This is an optimization exercise on Yosys and OpenROAD, whose aim is small area, a short achievable clock period and few clock cycles per item, not a production implementation. Only simulation tests tie the RTL to the original design; equivalence was not proved.

## flow/design.v (module list and top-level ports; edited modules follow where they fit)
// module st4_temporal: 2357 lines
module st4_temporal (
    input  wire        clk,
    input  wire        rst,
    input  wire        in_valid,
    output wire        in_ready,
    input  wire [19:0] in_c,         
    input  wire [23:0] in_hist,      
    input  wire [7:0]  in_tau,       
    input  wire        in_pad,       
    input  wire        in_restart,   
    input  wire        in_tnr,       
    input  wire        in_rtc,       
    input  wire        in_gap_k0,    
    input  wire [8:0]  in_amin,      
    input  wire [15:0] in_tlo,       
    input  wire [15:0] in_thi,       
    input  wire [11:0] in_kmax,      
    input  wire [17:0] in_rate,      
    output reg         out_valid,
    output reg  [19:0] out_z,        
    output reg  [23:0] out_hist,     
    output reg         out_sat,      
    output reg         out_clamp     
);
  // ...
==> flow/run.sh <==
#!/bin/bash
# synth_recipe.tcl (not shown) runs the flow's synth.tcl, then flattens the netlist and writes it again
# the make line also repeats each setting of config.mk as NAME=value (left out here)
make -C /OpenROAD-flow-scripts/flow DESIGN_CONFIG=/design/flow/config.mk WORK_HOME=/design/flow/orfs CLKGATE_MAP_FILE= SYNTH_SCRIPT=/design/flow/synth_recipe.tcl finish
==> flow/config.mk <==
export PLATFORM = sky130hd
export DESIGN_NAME = st4_temporal
export DESIGN_NICKNAME = st4_temporal
export VERILOG_FILES = /design/flow/design.v
export SDC_FILE = /design/flow/constraint.sdc
export NUM_CORES = 4
export LEC_CHECK = 0
export ABC_AREA = 1
export CAP_MARGIN = 40
export CORE_MARGIN = 2
export CORE_UTILIZATION = 55
export SLEW_MARGIN = 70
==> flow/constraint.sdc <==
create_clock -name core_clock -period 38.0 [get_ports {clk}]
set_input_delay 7.6000 -clock core_clock [delete_from_list [all_inputs] [get_ports {clk}]]
set_output_delay 7.6000 -clock core_clock [all_outputs]
set_load 0.01 [all_outputs]
==> metrics.log, run 1 <==
INFO  metric outcome = complete, no violations
INFO  metric worstHoldEndpoint = r2_nlo[11]
INFO  metric cp-startpoint = out_hist[1]
INFO  metric regArea = 15360 um^2
INFO  metric final_cell_mix = 1551 x sky130_fd_sc_hd__nand2_1, 1456 x sky130_fd_sc_hd__inv_1, 690 x sky130_fd_sc_hd__dfxtp_1, 581 x sky130_fd_sc_hd__fa_1, 519 x sky130_fd_sc_hd__ha_1
INFO  metric period_share = 0.2396
INFO  metric timing.final.max_slew_violations = 0
INFO  metric final_weighted_congestion_of_routability_driven_global_placement = 0.9240
INFO  metric flops_and_latches = 761
INFO  metric worst-path-max-fanout = 1
INFO  metric synth_area_per_cell = 8.131 um^2
INFO  metric timing.critical_path.to_type = output pin
INFO  metric tritoncts = done
INFO  metric finClkSkew = 0.04271 ns
INFO  metric biggest_registers_after_layout = r1_n: 26 flops, out_hist: 24 flops, r2_x: 24 flops
INFO  metric port-buffer-count = 177
INFO  metric final_nets = 8243
INFO  metric number_of_nets_in_the_synthesized_netlist = 8158
INFO  metric grt-ovfl-total = 0
INFO  metric register_bank_with_the_most_flops = r1_n
INFO  metric grt_util_all_layers = 0.2671
INFO  metric grt_most_used_layer = met2
INFO  metric placement.cell_area = 59350 um^2
INFO  metric synth_seq_cells = 761
INFO  metric detailedRoute.firstIterationViolations = 2568
INFO  metric io-pin-count = 179
INFO  metric detail_route.drc_violations = 0
INFO  metric synth_sequential_area_ratio = 0.2705
INFO  metric synth_largest_area_cell = sky130_fd_sc_hd__dfxtp_1
INFO  metric path_delay_family = buffers and inverters
INFO  metric reg2reg_setup_slack = 30.75 ns
INFO  metric area_fraction_in_and_or_nand_and_nor_cells_after_synthesis = 0.1684
INFO  metric core.rowCount = 117
INFO  metric postCtsSetupBuffers = 0
INFO  metric pin_count_of_the_biggest_net_entering_global_routing = 51
INFO  metric synth_compound_gate_area_share = 0.08569
Testbench counts, summed over its fixed seeds: cycles 32,064, items 32,000.
==> run 2, diff against run 1 <==
--- a/flow/config.mk
+++ b/flow/config.mk
@@ -7,6 +7,6 @@
 export LEC_CHECK = 0
 export ABC_AREA = 1
-export CAP_MARGIN = 40
+export CAP_MARGIN = 50
 export CORE_MARGIN = 2
 export CORE_UTILIZATION = 55
-export SLEW_MARGIN = 70
+export SLEW_MARGIN = 80
==> run 2 against run 1 <==
Against the previous run: still clean on timing, DRC and antenna; clock skew decreased by 0.011 ns; critical path depth stayed put; synthesized area unchanged; design area rose by 2.4%; wire length increased by 0.94%; setup slack worse by 0.014 ns; first-iteration DRC count down 4.7%; via count grew 0.56%; flip-flop and latch count stayed put; largest cell class unchanged; highest routed layer unchanged.
==> metrics.log, run 2 <==
INFO  metric outcome = complete, no violations (unchanged)
INFO  metric route.detailed.vias_per_inst = 5.079 (was 5.072)
INFO  metric final_hold_viol_count = 0 (unchanged)
INFO  metric postLayoutCellArea = 63710 um^2 (was 62190 um^2)
INFO  metric synth_area_per_cell = 8.131 um^2 (unchanged)
INFO  metric postRouteWirelength = 139200 um (was 137900 um)
INFO  metric detailedRoute.firstIterationViolations = 2448 (was 2568)
INFO  metric timing.setup.critical_path_class = reg -> out (unchanged)
INFO  metric min-delay-path-class = reg -> reg (unchanged)
INFO  metric drt-wirelength-per-cell = 16.42 um (was 16.33 um)
INFO  metric finClkSkew = 0.03179 ns (was 0.04271 ns)
INFO  metric async_flop_share = 0 (unchanged)
INFO  metric final_cell_count_no_fill = 8479 (was 8443)
INFO  metric area_growth_syn_to_layout = 13.11% (was 10.43%)
INFO  metric yosysUniqueCellTypes = 64 (unchanged)
INFO  metric critical_path.cell_chain = clkdlybuf4s50_1 (unchanged)
INFO  metric clk_latency_worst_skew_pair = 0.66 ns (about the same)
INFO  metric tritoncts = done (unchanged)
INFO  metric cts-root-buf = sky130_fd_sc_hd__clkbuf_16 (unchanged)
INFO  metric number_of_nets_in_the_synthesized_netlist = 8158 (unchanged)
INFO  metric port-buffer-count = 177 (unchanged)
INFO  metric insertedDiodeCount = 0 (was 1)
INFO  metric layout_commonest_cell = sky130_fd_sc_hd__nand2_1 (unchanged)
INFO  metric timing.critical_path.to_type = output pin (unchanged)
INFO  metric core.rowCount = 117 (unchanged)
INFO  metric placed_cells = 8321 (was 8294)
INFO  metric finalSetupViolCount = 0 (unchanged)
INFO  metric timing.final.max_slew_violations = 0 (unchanged)
INFO  metric ctsLongestPathBuffers = 3 (unchanged)
INFO  metric path_delay_family = buffers and inverters (unchanged)
INFO  metric cell_at_the_slowest_stage_of_the_critical_path = sky130_fd_sc_hd__clkdlybuf4s50_1 (unchanged)
INFO  metric most_frequent_cell_after_synthesis = sky130_fd_sc_hd__nand2_1 (unchanged)
INFO  metric final_weighted_congestion_of_routability_driven_global_placement = 0.9240 (unchanged)
INFO  metric netlist_top_cells_count = 1552 x sky130_fd_sc_hd__nand2_1, 1463 x sky130_fd_sc_hd__inv_1, 761 x sky130_fd_sc_hd__dfxtp_1, 581 x sky130_fd_sc_hd__fa_1, 519 x sky130_fd_sc_hd__ha_1 (unchanged)
INFO  metric core_region_area = 101700 um^2 (unchanged)
INFO  metric post_cts_resize_count = 0 (unchanged)
INFO  metric final_nets = 8278 (was 8243)
INFO  metric final_cell_mix = 1550 x sky130_fd_sc_hd__nand2_1, 1451 x sky130_fd_sc_hd__inv_1, 633 x sky130_fd_sc_hd__dfxtp_1, 580 x sky130_fd_sc_hd__fa_1, 517 x sky130_fd_sc_hd__ha_1 (was 1551 x sky130_fd_sc_hd__nand2_1, 1456 x sky130_fd_sc_hd__inv_1, 690 x sky130_fd_sc_hd__dfxtp_1, 581 x sky130_fd_sc_hd__fa_1, 519 x sky130_fd_sc_hd__ha_1)
INFO  metric post-route-min-period = 9.118 ns (was 9.104 ns)
INFO  metric grt-ovfl-total = 0 (unchanged)
INFO  metric cpPeakStageDelay = 0.54 ns (about the same)
INFO  metric initial_core_util = 0.5536 (unchanged)
INFO  metric synth.yosys.warnings = 1 (unchanged)
INFO  metric critPathArrivalTime = 1.52 ns (was 1.50 ns)
INFO  metric postCtsSetupBuffers = 0 (unchanged)
INFO  metric worst-path-max-fanout = 1 (unchanged)
INFO  metric synth_seq_cells = 761 (unchanged)
INFO  metric grt_pass1_vias = 42670 (was 42030)
INFO  metric worst-path-buf-inv = 1 (unchanged)
INFO  metric antenna_violating_nets_post_route = 0 (unchanged)
INFO  metric most_used_flip_flop_cell_after_synthesis = sky130_fd_sc_hd__dfxtp_1 (unchanged)
INFO  metric rsz0062_at_grt = no (unchanged)
INFO  metric cts_buf_count = 80 (was 83)
INFO  metric grt_first_pass_wirelength = 223900 um (was 222200 um)
INFO  metric filler_cell_count = 9007 (was 9214)
INFO  metric register_bank_with_the_most_flops = r1_n (unchanged)
INFO  metric setup-tns-final = 0 ns (unchanged)
INFO  metric drive_gt1_frac = 0.08606 (was 0.05485)
INFO  metric grt_util_all_layers = 0.2691 (was 0.2671)
INFO  metric io-pin-count = 179 (unchanged)
INFO  metric number_of_antenna_violations_at_the_first_check_in_global_routing = 2 (unchanged)
INFO  metric detail_route.drc_violations = 0 (unchanged)
INFO  metric tritoncts_num_sinks = 761 (unchanged)
INFO  metric synth_sequential_area_ratio = 0.2705 (unchanged)
INFO  metric total_iterations_of_the_first_detailed_routing_run = 5 (was 6)
INFO  metric yosysTopAreaCellShare = 0.2705 (unchanged)
INFO  metric synth.area.top_cells = sky130_fd_sc_hd__dfxtp_1 27%, sky130_fd_sc_hd__fa_1 21%, sky130_fd_sc_hd__ha_1 12% (unchanged)
INFO  metric clock.fmax = 0.1097 GHz (was 0.1098 GHz)
INFO  metric post_synth_instance_area = 56320 um^2 (unchanged)
INFO  metric cts_hold_repair.buffers = 0 (unchanged)
INFO  metric synth_edf_count = 0 (unchanged)
INFO  metric hpwl = 113000 um (was 111900 um)
INFO  metric routed-via-count = 43060 (was 42820)
INFO  metric htree_num_levels = 3 (unchanged)
INFO  metric die_h = 324 um (unchanged)
INFO  metric pin_count_of_the_biggest_net_entering_global_routing = 39 (was 51)
INFO  metric synthCells = 6927 (unchanged)
INFO  metric period_share = 0.2399 (was 0.2396)
INFO  metric placement.cell_area = 60360 um^2 (was 59350 um^2)
INFO  metric path_clk_slew = 0.07 ns (was 0.06 ns)
INFO  metric element_type_at_the_critical_path_start = register (unchanged)
INFO  metric critical_path_required = 30.40 ns (about the same)
INFO  metric synth_largest_area_cell = sky130_fd_sc_hd__dfxtp_1 (unchanged)
INFO  metric drv_cap = 0 (unchanged)
INFO  metric biggest_registers_after_layout = r1_n: 26 flops, out_hist: 24 flops, r2_x: 24 flops (unchanged)
INFO  metric design.die.area = 105000 um^2 (unchanged)
INFO  metric largest_reg_flops = 26 (unchanged)
INFO  metric chipWidth = 324 um (unchanged)
## run 2: through the flow
stage / setup slack [ns] / hold WS, ns / util
2_1_floorplan: 29.32 / 0.3096 / -
3_3_place_gp: 28.65 / 0.3098 / 0.5807
3_5_place_dp: 28.71 / 0.3118 / 0.5933
4_1_cts: 28.82 / 0.3078 / 0.6211
5_1_grt: 28.81 / 0.3198 / 0.6262
6_report: 28.88 / 0.3017 / 0.6262
## run 2: worst reg2reg max path: cells and delay by family, from the launching register on
kind,cells,cell delay (ns)
fa+ha+maj,6,2.67
compound gates,9,1.50
simple gates,7,1.21
buf+inv,7,0.88
xor+xnor,2,0.37
flops,1,0.31
## run 2: final timing paths
| check | startpoint | end | slack, ns | depth (start not counted) |
|---|---|---|---|---|
| setup reg to reg | r5_q[0] | r6_y[19] | 30.97 | 31 |
| hold reg to reg | r4_c[12] | r5_c[12] | 0.30 | 0 |
| hold / removal | r4_c[12] | r5_c[12] | 0.30 | 0 |
| setup / recovery | out_hist[22] | out_hist[22] | 28.88 | 1 |
## run 2: layout make-up
type                    count  area [um^2]  share of cell area
multi-input cells        4483        35680              0.5600
flip-flops and latches    761        15540              0.2440
inverters                1485         5593             0.08779
repair buffers            236         2352             0.03692
clock buffers             110         2298             0.03608
well taps                1368         1712             0.02687
clock inverters            36        529.3            0.008308
## run 2: metal layers
layer  track usage  vias to the layer above  share of wire
met4       0.05638                        0          0.019
li1              -                    21450              -
met1        0.3935                    20400           0.49
met3       0.03284                      178          0.050
met2        0.4286                     1030           0.44
met5             0                        -              0
## run 2: logic make-up (layout without fill, tap and decap cells)
| family | Yosys count | in the layout | synth area share |
|---|---|---|---|
| simple gates | 2260 | 2260 | 0.1684 |
| buf+inv | 1683 | 1867 | 0.1142 |
| fa+ha+maj | 1100 | 1100 | 0.3218 |
| compound gates | 869 | 869 | 0.08569 |
| flops | 761 | 761 | 0.2705 |
| xor+xnor | 253 | 253 | 0.03934 |
| other cells | 1 | 1 | 0.00006658 |

-- port drivers added, routing unchanged --
Ports are ideal in the flow. The routed layouts listed here were re-timed in OpenROAD.
Step 1 sets driving cells, clkbuf_16 on the clock port and buf_2 on the other inputs (assumed; they add their load-dependent delay and slew).
Step 2 also shifts input and output timing later by t, the mid clock arrival at the registers, as if the neighbouring blocks saw the same clock.
Slacks: no drivers / after step 1 / after step 2; pairs: no drivers / after step 1.
run | shift t [ns] | slack for setup (ns) | hold slack, ns | worst setup path after step 2 | slew at the worst register clock pin (ns)
run 1 | 0.711 | 28.896 / 28.825 / 28.653 | 0.313 / 0.313 / 0.313 | input to register | 0.07 / 0.07
run 2 | 0.721 | 28.882 / 28.810 / 28.790 | 0.302 / 0.302 / 0.302 | input to register | 0.07 / 0.07
After both steps setup and hold are still met in every run listed. The setup slack of run 1, which loses most, moves by -0.071 ns with the drivers and by -0.243 ns with both steps.
